This design comes from an exercise in tuning for small area, a short achievable clock period and few clock cycles per item on the open sky130 flow, not from production work.
Only simulation tests tie the RTL to the original design; equivalence was not proved.
Power figures rest on the tool's default switching activity, not on a simulated workload.

==> wip/yarrow: inputs <==
==> flow/design.v (excerpt) <==
module rdec (
    input  wire        clk,
    input  wire        rst,           
    input  wire        cfg_valid,
    output wire        cfg_ready,
    input  wire [3:0]  cfg_nch,       
    input  wire [12:0] cfg_slots,     
    input  wire [15:0] cfg_order,     
    input  wire [23:0] cfg_weight,    
    input  wire [39:0] cfg_k0,        
    input  wire [23:0] cfg_map,       
    input  wire        in_valid,
    output wire        in_ready,
    input  wire [31:0] in_data,
    input  wire        in_last,       
    output wire        out_valid,
    input  wire        out_ready,
    output wire [23:0] out_value,
    output wire        out_last       
);
    integer i, j;
    reg [2:0]  nchm1;
    reg [11:0] slotsm1;
    reg [1:0]  order  [0:7];
    reg [2:0]  weight [0:7];
    reg [2:0]  mapc   [0:7];
    reg [32:0]        acc  [0:7];     
    reg [4:0]         kp   [0:7];     
    reg [7:0]         pend;           
    reg [5:0]         ncnt;           
    reg [23:0]        x1   [0:7];     
    reg [23:0]        x2   [0:7];     
    reg [26:0]        err  [0:6];     
    reg        fe_act;                
    reg        cfg_rdy;
    reg        ftag;                  
    reg [2:0]  cf;                    
    reg [11:0] tf;                    
    reg [31:0] wb [0:3];
    reg [1:0]  widx;                  
    reg [4:0]  boff;                  
    reg [2:0]  nv;                    
    reg        lastin;                
    reg [1:0]  lastw;                 
    reg        in_rdy;
    reg        xv, xesc, xlast, xlp, xtag;
    reg [4:0]  xq, xk;
    reg [6:0]  xe;                    
    reg [2:0]  xc, xn, xw;
    reg [1:0]  xj;
    reg        rv, rlast;
    reg [26:0] ru;
    reg [26:0] re;                    
    reg [23:0] rpt;
    reg [2:0]  rc, rw;
    reg         a2v;
    reg  [2:0]  a2c;
    reg  [32:0] a2a;
    reg  [5:0]  a2n;
    reg  [4:0]  a2k, a2k1;
    reg        ov, olast, sv, slast;
  ...
Settings: LEC_CHECK=0, CAP_MARGIN=20, CORE_MARGIN=2, CORE_UTILIZATION=40, SETUP_SLACK_MARGIN=5, SLEW_MARGIN=20; clock period 10.0 ns.
run.sh (not shown) runs the stock make flow with config.mk's settings and CLKGATE_MAP_FILE= SYNTH_SCRIPT=/design/flow/synth_recipe.tcl, a recipe that flattens the netlist after the stock synthesis.
==> wip/zinc (differences from wip/yarrow) <==
--- a/flow/design.v
+++ b/flow/design.v
@@ -40,15 +40,15 @@
     reg [31:0] wb [0:3];
     reg [1:0]  widx;                  
     reg [4:0]  boff;                  
     reg [2:0]  nv;                    
     reg        lastin;                
     reg [1:0]  lastw;                 
     reg        in_rdy;
-    reg        xv, xesc, xlast, xlp, xtag;
+    reg        xv, xesc, xlast, xlp, xtag, xt0;
     reg [4:0]  xq, xk;
     reg [6:0]  xe;                    
     reg [2:0]  xc, xn, xw;
     reg [1:0]  xj;
     reg        rv, rlast;
     reg [26:0] ru;
     reg [26:0] re;                    
@@ -122,41 +122,41 @@
     wire [4:0] qd    = (h1 ? z1 : z0) - boff;
     wire [1:0] wslot = widx + nv[1:0];
     wire [1:0] wnext = widx + wadvd;
     wire [6:0] eaddr = {wnext, boffn};
     wire lastc  = (cf == nchm1);
     wire lastt  = (tf == slotsm1);
     wire lastcode = lastc & lastt;
-    wire dec = fe_act & adv & (nv[2] | (nv[1] & nv[0]) | lastin) & ~pend[cf];
+    wire dec = fe_act & adv & (nv[2] | (nv[1] & nv[0]) | (nv[1] & (boff <= 5'd5)) | lastin) & ~pend[cf];
     wire [1:0] ordd = order[cf];
     wire [1:0] jd   = (tf == 12'd0) ? 2'd0 :
                       (tf == 12'd1 && ordd == 2'd2) ? 2'd1 : ordd;
     wire [2:0] mapd = mapc[cf];
     wire [2:0] nd   = cf - mapd;
     wire [2:0] wd   = (mapd == 3'd0) ? 3'd0 : weight[cf];
     wire cfg_fire = cfg_valid & cfg_rdy;
     wire in_fire  = in_valid & in_rdy;
     wire [1:0] wadv   = dec ? wadvd : 2'd0;
     wire [2:0] nv_pre = nv + {2'b00, in_fire};
-    wire [2:0] nv_n   = (cfg_fire | rst | (dec & lastcode)) ? 3'd0 : nv_pre - {1'b0, wadv};
+    wire [2:0] nv_n   = (rst | (dec & lastcode)) ? 3'd0 : nv_pre - {1'b0, wadv};
     wire       fe_act_n = ~rst & (cfg_fire | (fe_act & ~(dec & lastcode)));
-    wire       lastin_n = ~rst & ~cfg_fire & (lastin | (in_fire & in_last));
+    wire       lastin_n = ~rst & ((~cfg_fire & lastin) | (in_fire & in_last));
     wire [1:0]  xwi  = xe[6:5];
     wire [1:0]  xwm1 = xe[6:5] - 2'd1;
     wire [63:0] px  = {wb[xwm1], wb[xwi]};
     wire [62:0] pxs = px[63:1] >> (~xe[4:0]);
     wire [26:0] raw = pxs[26:0];
     wire [26:0] lowmask = ~(27'h7ffffff << xk);
     wire [26:0] qk  = {22'd0, xq} << xk;
     wire [26:0] ux  = xesc ? raw : (qk | (raw & lowmask));
     wire [23:0] x1x = x1[xc];
     wire [23:0] x2x = x2[xc];
     wire [23:0] ptx = (xj == 2'd0) ? 24'd0 :
                       (xj == 2'd1) ? x1x : ((x1x << 1) - x2x);
-    wire [32:0] aold = acc[xc];
+    wire [32:0] aold = xt0 ? (33'd1 << xk) : acc[xc];    
     wire [33:0] asum = add33(aold, {6'd0, ux});
     function [33:0] add33(input [32:0] a, input [32:0] b);
         reg [32:0] g, p, p0;
         integer d, m;
         begin
             g  = a & b;
             p  = a ^ b;
@@ -246,14 +246,15 @@
             xc    <= cf;
             xn    <= nd;
             xw    <= wd;
             xj    <= jd;
             xlast <= lastcode;
             xlp   <= lastc;
             xtag  <= ftag;
+            xt0   <= (tf == 12'd0);
             rv    <= xv;
             ru    <= ux;
             re    <= ebyp;
             rpt   <= ptx;
             rc    <= xc;
             rw    <= xw;
             rlast <= xlast;
@@ -273,15 +274,16 @@
                 cf <= cf + 3'd1;
             end
         end
         nv      <= nv_n;
         lastin  <= lastin_n;
         fe_act  <= fe_act_n;
         cfg_rdy <= ~fe_act_n;
-        in_rdy  <= fe_act_n & ~lastin_n & ~(nv_pre[2] & (wadv == 2'd0)) & ~(xv_n & sv_n);
+        in_rdy  <= ~rst & ~(xv_n & sv_n) &
+                   (fe_act_n ? (~lastin_n & ~(nv_pre[2] & (wadv == 2'd0))) : cfg_valid);
         ftag    <= ftag ^ cfg_fire;
         sv <= sv_n;
         if (pop) begin
             if (sv) begin
                 oval  <= sval;
                 olast <= slast;
             end else if (push) begin
@@ -303,15 +305,14 @@
         if (cfg_rdy) begin
             nchm1   <= cfg_nch[2:0] - 3'd1;
             slotsm1 <= cfg_slots[11:0] - 12'd1;
             for (i = 0; i < 8; i = i + 1) begin
                 order[i]  <= cfg_order[2*i +: 2];
                 weight[i] <= cfg_weight[3*i +: 3];
                 mapc[i]   <= cfg_map[3*i +: 3];
-                acc[i]    <= 33'd1 << cfg_k0[5*i +: 5];
                 kp[i]     <= cfg_k0[5*i +: 5];
             end
             pend  <= 8'd0;
             ncnt  <= 6'd1;
             cf    <= 3'd0;
             tf    <= 12'd0;
         end
==> flow/config.mk (replaced) <==
export PLATFORM = sky130hd
export DESIGN_NAME = rdec
export DESIGN_NICKNAME = rdec
export VERILOG_FILES = /design/flow/design.v
export SDC_FILE = /design/flow/constraint.sdc
export NUM_CORES = 4
export LEC_CHECK = 0
export ABC_AREA = 1
export CAP_MARGIN = 20
export CORE_MARGIN = 2
export CORE_UTILIZATION = 40
export SETUP_SLACK_MARGIN = 5
export SLEW_MARGIN = 20
==> wip/sierra (differences from wip/yarrow) <==
--- a/flow/design.v
+++ b/flow/design.v
@@ -40,20 +40,25 @@
     reg [31:0] wb [0:3];
     reg [1:0]  widx;                  
     reg [4:0]  boff;                  
     reg [2:0]  nv;                    
     reg        lastin;                
     reg [1:0]  lastw;                 
     reg        in_rdy;
-    reg        xv, xesc, xlast, xlp, xtag;
+    reg        xv, xesc, xlast, xlp, xtag, xt0;
+    reg        xspec;                 
+    reg [6:0]  xs;                    
+    reg [1:0]  xwadv;                 
     reg [4:0]  xq, xk;
     reg [6:0]  xe;                    
     reg [2:0]  xc, xn, xw;
     reg [1:0]  xj;
-    reg        rv, rlast;
+    reg        rv, rlast, rfwd;
+    reg [1:0]  rj;
+    reg [23:0] lx;                    
     reg [26:0] ru;
     reg [26:0] re;                    
     reg [23:0] rpt;
     reg [2:0]  rc, rw;
     reg         a2v;
     reg  [2:0]  a2c;
     reg  [32:0] a2a;
@@ -122,41 +127,51 @@
     wire [4:0] qd    = (h1 ? z1 : z0) - boff;
     wire [1:0] wslot = widx + nv[1:0];
     wire [1:0] wnext = widx + wadvd;
     wire [6:0] eaddr = {wnext, boffn};
     wire lastc  = (cf == nchm1);
     wire lastt  = (tf == slotsm1);
     wire lastcode = lastc & lastt;
-    wire dec = fe_act & adv & (nv[2] | (nv[1] & nv[0]) | lastin) & ~pend[cf];
+    wire spec_ok = (nchm1 == 3'd0) & xv & ~lastcode;
+    wire dec = fe_act & adv & (nv[2] | (nv[1] & nv[0]) | (nv[1] & (boff <= 5'd5)) | lastin) &
+               (~pend[cf] | spec_ok);
     wire [1:0] ordd = order[cf];
     wire [1:0] jd   = (tf == 12'd0) ? 2'd0 :
                       (tf == 12'd1 && ordd == 2'd2) ? 2'd1 : ordd;
     wire [2:0] mapd = mapc[cf];
     wire [2:0] nd   = cf - mapd;
     wire [2:0] wd   = (mapd == 3'd0) ? 3'd0 : weight[cf];
     wire cfg_fire = cfg_valid & cfg_rdy;
     wire in_fire  = in_valid & in_rdy;
-    wire [1:0] wadv   = dec ? wadvd : 2'd0;
+    wire [4:0] ktrue  = (a2v && a2c == xc) ? a2k : kp[xc];
+    wire       squash = adv & xv & xspec & (ktrue != xk);
+    wire       decv   = dec & ~squash;
+    wire [1:0] wadv   = decv ? wadvd : 2'd0;
     wire [2:0] nv_pre = nv + {2'b00, in_fire};
-    wire [2:0] nv_n   = (cfg_fire | rst | (dec & lastcode)) ? 3'd0 : nv_pre - {1'b0, wadv};
-    wire       fe_act_n = ~rst & (cfg_fire | (fe_act & ~(dec & lastcode)));
-    wire       lastin_n = ~rst & ~cfg_fire & (lastin | (in_fire & in_last));
+    wire [2:0] nv_n   = (rst | (decv & lastcode)) ? 3'd0 :
+                        squash ? nv_pre + {1'b0, xwadv} : nv_pre - {1'b0, wadv};
+    wire [2:0] nv_px  = nv_pre + {1'b0, xwadv};
+    wire       room_n = squash ? ~nv_px[2] :
+                        (~adv & xv & xspec) ? ~nv_px[2] :
+                        (dec & ~pend[cf]) ? (~nv_pre[2] | (wadvd != 2'd0)) : ~nv_pre[2];
+    wire       fe_act_n = ~rst & (cfg_fire | (fe_act & ~(decv & lastcode)));
+    wire       lastin_n = ~rst & ((~cfg_fire & lastin) | (in_fire & in_last));
     wire [1:0]  xwi  = xe[6:5];
     wire [1:0]  xwm1 = xe[6:5] - 2'd1;
     wire [63:0] px  = {wb[xwm1], wb[xwi]};
     wire [62:0] pxs = px[63:1] >> (~xe[4:0]);
     wire [26:0] raw = pxs[26:0];
     wire [26:0] lowmask = ~(27'h7ffffff << xk);
     wire [26:0] qk  = {22'd0, xq} << xk;
     wire [26:0] ux  = xesc ? raw : (qk | (raw & lowmask));
     wire [23:0] x1x = x1[xc];
     wire [23:0] x2x = x2[xc];
     wire [23:0] ptx = (xj == 2'd0) ? 24'd0 :
                       (xj == 2'd1) ? x1x : ((x1x << 1) - x2x);
-    wire [32:0] aold = acc[xc];
+    wire [32:0] aold = xt0 ? (33'd1 << xk) : acc[xc];    
     wire [33:0] asum = add33(aold, {6'd0, ux});
     function [33:0] add33(input [32:0] a, input [32:0] b);
         reg [32:0] g, p, p0;
         integer d, m;
         begin
             g  = a & b;
             p  = a ^ b;
@@ -168,24 +183,28 @@
                 end
             add33 = {g[32], p0 ^ {g[31:0], 1'b0}};
         end
     endfunction
     wire        half = (ncnt == 6'd63);
     wire [32:0] anew = half ? asum[33:1] : asum[32:0];
     wire [5:0]  nn   = half ? 6'd32 : ncnt + 6'd1;
-    wire        awr  = xv & adv & (xtag == ftag);
+    wire        awr  = xv & adv & (xtag == ftag) & ~squash;
     reg  [23:0] kc;
     reg  [32:0] hi;                   
     reg  [32:0] lo;                   
     reg  [24:0] kb;                   
     always @(*) begin
-        hi[32] = a2a[32];
-        for (i = 31; i >= 0; i = i - 1) hi[i] = hi[i+1] | a2a[i];
-        lo[0] = 1'b0;
-        for (i = 1; i < 33; i = i + 1) lo[i] = lo[i-1] | a2a[i-1];
+        hi = a2a;
+        for (j = 1; j < 33; j = j * 2)
+            for (i = 0; i < 33; i = i + 1)
+                if (i + j < 33) hi[i] = hi[i] | hi[i+j];
+        lo = {a2a[31:0], 1'b0};
+        for (j = 1; j < 33; j = j * 2)
+            for (i = 32; i >= 0; i = i - 1)
+                if (i - j >= 0) lo[i] = lo[i] | lo[i-j];
         for (i = 0; i < 24; i = i + 1)
             kc[i] = ((i + 6 <= 32) ? hi[i+6] : 1'b0) |
                     ({a2a[i +: 6], lo[i]} > {a2n, 1'b0});
         kb[0] = ~kc[0];
         for (i = 1; i < 24; i = i + 1) kb[i] = kc[i-1] & ~kc[i];
         kb[24] = kc[23];
         a2k  = 5'd0;
@@ -196,73 +215,107 @@
                 a2k1 = a2k1 | (i + 1);
             end
     end
     function [61:0] csa(input [30:0] a, input [30:0] b, input [30:0] c);
         csa = {a ^ b ^ c, ((a & b) | (a & c) | (b & c)) << 1};
     endfunction
     wire [30:0] e31 = {{4{re[26]}}, re};
-    wire [30:0] ca  = (rw == 3'd1) ? e31 :
+    wire        fw2 = rfwd & (rj == 2'd2);
+    wire [30:0] p2  = {5'h1f, ~rpt, 2'b11};    
+    wire [30:0] ca  = fw2 ? p2 :
+                      (rw == 3'd1) ? e31 :
                       (rw == 3'd2 || rw == 3'd3) ? {e31[29:0], 1'b0} :
                       (rw == 3'd4) ? {e31[28:0], 2'b00} : 31'd0;
     wire [30:0] cb  = (rw == 3'd3) ? e31 : 31'd0;
     wire [26:0] rr  = {27{ru[0]}} ^ {1'b0, ru[26:1]};
     wire [30:0] r4  = {{2{rr[26]}}, rr, 2'b00};
     wire [61:0] cs1 = csa(ca, cb, r4);
-    wire [30:0] esum = cs1[61:31] + cs1[30:0];
+    wire [30:0] esum = add31(cs1[61:31], cs1[30:0], 1'b0);
     wire [26:0] errn = esum[28:2];
-    wire [61:0] cs2 = csa(cs1[61:31], cs1[30:0], {5'd0, rpt, 2'b00});
-    wire [30:0] xsum = cs2[61:31] + cs2[30:0];
+    wire [30:0] p1  = ~rfwd ? {5'd0, rpt, 2'b00} :
+                      (rj == 2'd2) ? {4'd0, lx, 3'b000} :
+                      (rj == 2'd1) ? {5'd0, lx, 2'b00} : 31'd0;
+    wire [61:0] cs2 = csa(cs1[61:31], cs1[30:0], p1);
+    wire [30:0] xsum = add31(cs2[61:31], cs2[30:0], fw2);
+    function [30:0] add31(input [30:0] a, input [30:0] b, input ci);
+        reg [30:0] g, p, p0;
+        integer d, m;
+        begin
+            g  = a & b;
+            p  = a ^ b;
+            p0 = p;
+            g[0] = g[0] | (p[0] & ci);
+            for (d = 1; d < 31; d = d * 2)
+                for (m = 30; m >= d; m = m - 1) begin
+                    g[m] = g[m] | (p[m] & g[m-d]);
+                    p[m] = p[m] & p[m-d];
+                end
+            add31 = p0 ^ {g[29:0], ci};
+        end
+    endfunction
     wire [23:0] xn_  = xsum[25:2];
     wire push = rv & adv;
     wire pop  = ov & out_ready;
     wire sv_n = ~rst & (pop ? 1'b0 : (sv | (push & ov)));
-    wire xv_n = adv ? dec : xv;
+    wire xv_n = adv ? decv : xv;
     wire [26:0] erd  = (xn == 3'd7) ? 27'd0 : err[xn];
     wire [26:0] ebyp = (rv && rc == xn) ? errn : erd;
     always @(posedge clk) begin
         if (push) begin
+            lx     <= xn_;
             x2[rc] <= x1[rc];
             x1[rc] <= xn_;
             if (rc != 3'd7) err[rc] <= errn;
         end
         if (awr) begin
             acc[xc] <= anew;
             if (xlp) ncnt <= nn;
         end
         a2v  <= awr & ~cfg_fire;
         a2c  <= xc;
         a2a  <= anew;
         a2n  <= nn;
         if (a2v) kp[a2c] <= a2k;
         if (awr) pend[xc] <= 1'b0;
-        if (dec) pend[cf] <= 1'b1;
+        if (decv) pend[cf] <= 1'b1;
+        if (squash) pend[xc] <= 1'b0;
         if (in_rdy) wb[wslot] <= in_data;
         if (in_fire && in_last) lastw <= wslot;
         if (adv) begin
-            xv    <= dec;
+            xv    <= decv;
+            xspec <= pend[cf];
+            xs    <= {widx, boff};
+            xwadv <= wadvd;
             xesc  <= esc;
             xq    <= qd;
             xk    <= kd;
             xe    <= eaddr;
             xc    <= cf;
             xn    <= nd;
             xw    <= wd;
             xj    <= jd;
             xlast <= lastcode;
             xlp   <= lastc;
             xtag  <= ftag;
-            rv    <= xv;
+            xt0   <= (tf == 12'd0);
+            rv    <= xv & ~squash;
             ru    <= ux;
             re    <= ebyp;
-            rpt   <= ptx;
+            rfwd  <= rv & (rc == xc);
+            rpt   <= (rv && rc == xc) ? x1x : ptx;
+            rj    <= xj;
             rc    <= xc;
             rw    <= xw;
             rlast <= xlast;
         end
-        if (dec) begin
+        if (squash) begin
+            widx <= xs[6:5];
+            boff <= xs[4:0];
+            tf   <= tf - 12'd1;
+        end else if (dec) begin
             if (lastcode) begin
                 widx <= lastw + 2'd1;
                 boff <= 5'd0;
             end else begin
                 widx <= wnext;
                 boff <= boffn;
             end
@@ -273,15 +326,16 @@
                 cf <= cf + 3'd1;
             end
         end
         nv      <= nv_n;
         lastin  <= lastin_n;
         fe_act  <= fe_act_n;
         cfg_rdy <= ~fe_act_n;
-        in_rdy  <= fe_act_n & ~lastin_n & ~(nv_pre[2] & (wadv == 2'd0)) & ~(xv_n & sv_n);
+        in_rdy  <= ~rst & ~(xv_n & sv_n) &
+                   (fe_act_n ? (~lastin_n & room_n) : cfg_valid);
         ftag    <= ftag ^ cfg_fire;
         sv <= sv_n;
         if (pop) begin
             if (sv) begin
                 oval  <= sval;
                 olast <= slast;
             end else if (push) begin
@@ -303,15 +357,14 @@
         if (cfg_rdy) begin
             nchm1   <= cfg_nch[2:0] - 3'd1;
             slotsm1 <= cfg_slots[11:0] - 12'd1;
             for (i = 0; i < 8; i = i + 1) begin
                 order[i]  <= cfg_order[2*i +: 2];
                 weight[i] <= cfg_weight[3*i +: 3];
                 mapc[i]   <= cfg_map[3*i +: 3];
-                acc[i]    <= 33'd1 << cfg_k0[5*i +: 5];
                 kp[i]     <= cfg_k0[5*i +: 5];
             end
             pend  <= 8'd0;
             ncnt  <= 6'd1;
             cf    <= 3'd0;
             tf    <= 12'd0;
         end
==> wip/tundra (differences from wip/yarrow) <==
--- a/flow/design.v
+++ b/flow/design.v
@@ -45,24 +45,24 @@
     reg [1:0]  lastw;                 
     reg        in_rdy;
     reg        xv, xesc, xlast, xlp, xtag;
     reg [4:0]  xq, xk;
     reg [6:0]  xe;                    
     reg [2:0]  xc, xn, xw;
     reg [1:0]  xj;
-    reg        rv, rlast;
+    reg        rv, rlast, rlp, rtag;
     reg [26:0] ru;
+    reg [32:0] ra;                    
     reg [26:0] re;                    
     reg [23:0] rpt;
     reg [2:0]  rc, rw;
     reg         a2v;
     reg  [2:0]  a2c;
-    reg  [32:0] a2a;
-    reg  [5:0]  a2n;
-    reg  [4:0]  a2k, a2k1;
+    reg  [23:0] a2kc;
+    reg  [4:0]  a2k;
     reg        ov, olast, sv, slast;
     reg [23:0] oval, sval;
     wire adv = ~sv;                   
     assign cfg_ready = cfg_rdy;
     assign in_ready  = in_rdy;
     assign out_valid = ov;
     assign out_value = oval;
@@ -106,17 +106,16 @@
             pe32 = a4[0] ? {1'b0, i4[3:0]} : {1'b1, i4[7:4]};
         end
     endfunction
     wire       h1    = |n1;
     wire       esc   = ~h1 & (&pr);
     wire [4:0] z1    = pe32(n1);
     wire [4:0] z0    = pe32(n0);
-    wire       kbyp  = a2v && (a2c == cf);
-    wire [4:0] kd    = kbyp ? a2k : kp[cf];
-    wire [5:0] kd1   = kbyp ? {1'b0, a2k1} : ({1'b0, kp[cf]} + 6'd1);
+    wire [4:0] kd    = (a2v && a2c == cf) ? a2k : kp[cf];
+    wire [5:0] kd1   = {1'b0, kd} + 6'd1;
     wire [5:0] s1    = {1'b0, z1} + kd1;
     wire [5:0] s0    = {1'b0, z0} + kd1;
     wire [4:0] be    = boff + 5'd27;
     wire [4:0] boffn = esc ? be : h1 ? s1[4:0] : s0[4:0];
     wire [1:0] wadvd = esc ? ((boff >= 5'd5) ? 2'd2 : 2'd1) :
                        h1  ? {1'b0, s1[5]} : (s0[5] ? 2'd2 : 2'd1);
     wire [4:0] qd    = (h1 ? z1 : z0) - boff;
@@ -148,58 +147,40 @@
     wire [26:0] lowmask = ~(27'h7ffffff << xk);
     wire [26:0] qk  = {22'd0, xq} << xk;
     wire [26:0] ux  = xesc ? raw : (qk | (raw & lowmask));
     wire [23:0] x1x = x1[xc];
     wire [23:0] x2x = x2[xc];
     wire [23:0] ptx = (xj == 2'd0) ? 24'd0 :
                       (xj == 2'd1) ? x1x : ((x1x << 1) - x2x);
-    wire [32:0] aold = acc[xc];
-    wire [33:0] asum = add33(aold, {6'd0, ux});
-    function [33:0] add33(input [32:0] a, input [32:0] b);
-        reg [32:0] g, p, p0;
-        integer d, m;
-        begin
-            g  = a & b;
-            p  = a ^ b;
-            p0 = p;
-            for (d = 1; d < 33; d = d * 2)
-                for (m = 32; m >= d; m = m - 1) begin
-                    g[m] = g[m] | (p[m] & g[m-d]);
-                    p[m] = p[m] & p[m-d];
-                end
-            add33 = {g[32], p0 ^ {g[31:0], 1'b0}};
-        end
-    endfunction
+    wire [33:0] asum = {1'b0, ra} + {7'd0, ru};
     wire        half = (ncnt == 6'd63);
     wire [32:0] anew = half ? asum[33:1] : asum[32:0];
     wire [5:0]  nn   = half ? 6'd32 : ncnt + 6'd1;
-    wire        awr  = xv & adv & (xtag == ftag);
     reg  [23:0] kc;
     reg  [32:0] hi;                   
     reg  [32:0] lo;                   
-    reg  [24:0] kb;                   
     always @(*) begin
-        hi[32] = a2a[32];
-        for (i = 31; i >= 0; i = i - 1) hi[i] = hi[i+1] | a2a[i];
+        hi[32] = anew[32];
+        for (i = 31; i >= 0; i = i - 1) hi[i] = hi[i+1] | anew[i];
         lo[0] = 1'b0;
-        for (i = 1; i < 33; i = i + 1) lo[i] = lo[i-1] | a2a[i-1];
+        for (i = 1; i < 33; i = i + 1) lo[i] = lo[i-1] | anew[i-1];
         for (i = 0; i < 24; i = i + 1)
             kc[i] = ((i + 6 <= 32) ? hi[i+6] : 1'b0) |
-                    ({a2a[i +: 6], lo[i]} > {a2n, 1'b0});
-        kb[0] = ~kc[0];
-        for (i = 1; i < 24; i = i + 1) kb[i] = kc[i-1] & ~kc[i];
-        kb[24] = kc[23];
-        a2k  = 5'd0;
-        a2k1 = 5'd0;
+                    ({anew[i +: 6], lo[i]} > {nn, 1'b0});
+    end
+    reg  [24:0] kb;                   
+    always @(*) begin
+        kb[0] = ~a2kc[0];
+        for (i = 1; i < 24; i = i + 1) kb[i] = a2kc[i-1] & ~a2kc[i];
+        kb[24] = a2kc[23];
+        a2k = 5'd0;
         for (i = 0; i < 25; i = i + 1)
-            if (kb[i]) begin
-                a2k  = a2k  | i[4:0];
-                a2k1 = a2k1 | (i + 1);
-            end
+            if (kb[i]) a2k = a2k | i[4:0];
     end
+    wire awr = rv & adv & (rtag == ftag);
     function [61:0] csa(input [30:0] a, input [30:0] b, input [30:0] c);
         csa = {a ^ b ^ c, ((a & b) | (a & c) | (b & c)) << 1};
     endfunction
     wire [30:0] e31 = {{4{re[26]}}, re};
     wire [30:0] ca  = (rw == 3'd1) ? e31 :
                       (rw == 3'd2 || rw == 3'd3) ? {e31[29:0], 1'b0} :
                       (rw == 3'd4) ? {e31[28:0], 2'b00} : 31'd0;
@@ -221,23 +202,22 @@
     always @(posedge clk) begin
         if (push) begin
             x2[rc] <= x1[rc];
             x1[rc] <= xn_;
             if (rc != 3'd7) err[rc] <= errn;
         end
         if (awr) begin
-            acc[xc] <= anew;
-            if (xlp) ncnt <= nn;
+            acc[rc] <= anew;
+            if (rlp) ncnt <= nn;
         end
         a2v  <= awr & ~cfg_fire;
-        a2c  <= xc;
-        a2a  <= anew;
-        a2n  <= nn;
+        a2c  <= rc;
+        a2kc <= kc;
         if (a2v) kp[a2c] <= a2k;
-        if (awr) pend[xc] <= 1'b0;
+        if (awr) pend[rc] <= 1'b0;
         if (dec) pend[cf] <= 1'b1;
         if (in_rdy) wb[wslot] <= in_data;
         if (in_fire && in_last) lastw <= wslot;
         if (adv) begin
             xv    <= dec;
             xesc  <= esc;
             xq    <= qd;
@@ -248,19 +228,22 @@
             xw    <= wd;
             xj    <= jd;
             xlast <= lastcode;
             xlp   <= lastc;
             xtag  <= ftag;
             rv    <= xv;
             ru    <= ux;
+            ra    <= acc[xc];
             re    <= ebyp;
             rpt   <= ptx;
             rc    <= xc;
             rw    <= xw;
             rlast <= xlast;
+            rlp   <= xlp;
+            rtag  <= xtag;
         end
         if (dec) begin
             if (lastcode) begin
                 widx <= lastw + 2'd1;
                 boff <= 5'd0;
             end else begin
                 widx <= wnext;
==> summary of the runs <==
Against wip/tundra, the clock power of wip/yarrow is lower by about 2%. In sequential power, wip/zinc and wip/yarrow hardly differ. The highest via count belongs to wip/zinc, the lowest to wip/sierra. Critical path depth: wip/sierra > wip/yarrow > wip/zinc > wip/tundra.
Testbench counts of wip/yarrow, summed over its fixed seeds: cycles 84,953, items 72,418.
Testbench counts of wip/zinc, summed over its fixed seeds: cycles 84,711, items 72,418.
Testbench counts of wip/sierra, summed over its fixed seeds: cycles 74,283, items 72,418.
Testbench counts of wip/tundra, summed over its fixed seeds: cycles 101,636, items 72,418.

## separate check: timing with driven ports
The flow's constraints put no driver on any port. The routed layouts listed below were extracted and timed again, unchanged, in two steps. Step 1 sets driving cells, clkbuf_16 on the clock port and buf_2 on the other inputs (assumed; they add their load-dependent delay and slew). Step 2 also shifts input and output timing later by t, the mid clock arrival at the registers, as if the neighbouring blocks saw the same clock. Three values: no drivers, after step 1, after step 2; two values: the first two.
| run | t (ns) | setup WS [ns] | cell pins on the clock port's net |
|---|---|---|---|
| wip/yarrow | 0.901 | 4.462 / 4.462 / 4.462 | 1 |
| wip/zinc | 0.883 | 4.874 / 4.874 / 4.874 | 1 |
| wip/sierra | 0.885 | 4.203 / 4.203 / 4.203 | 1 |
| wip/tundra | 0.867 | 5.012 / 5.012 / 5.012 | 1 |
After both steps setup and hold are still met in every run listed.
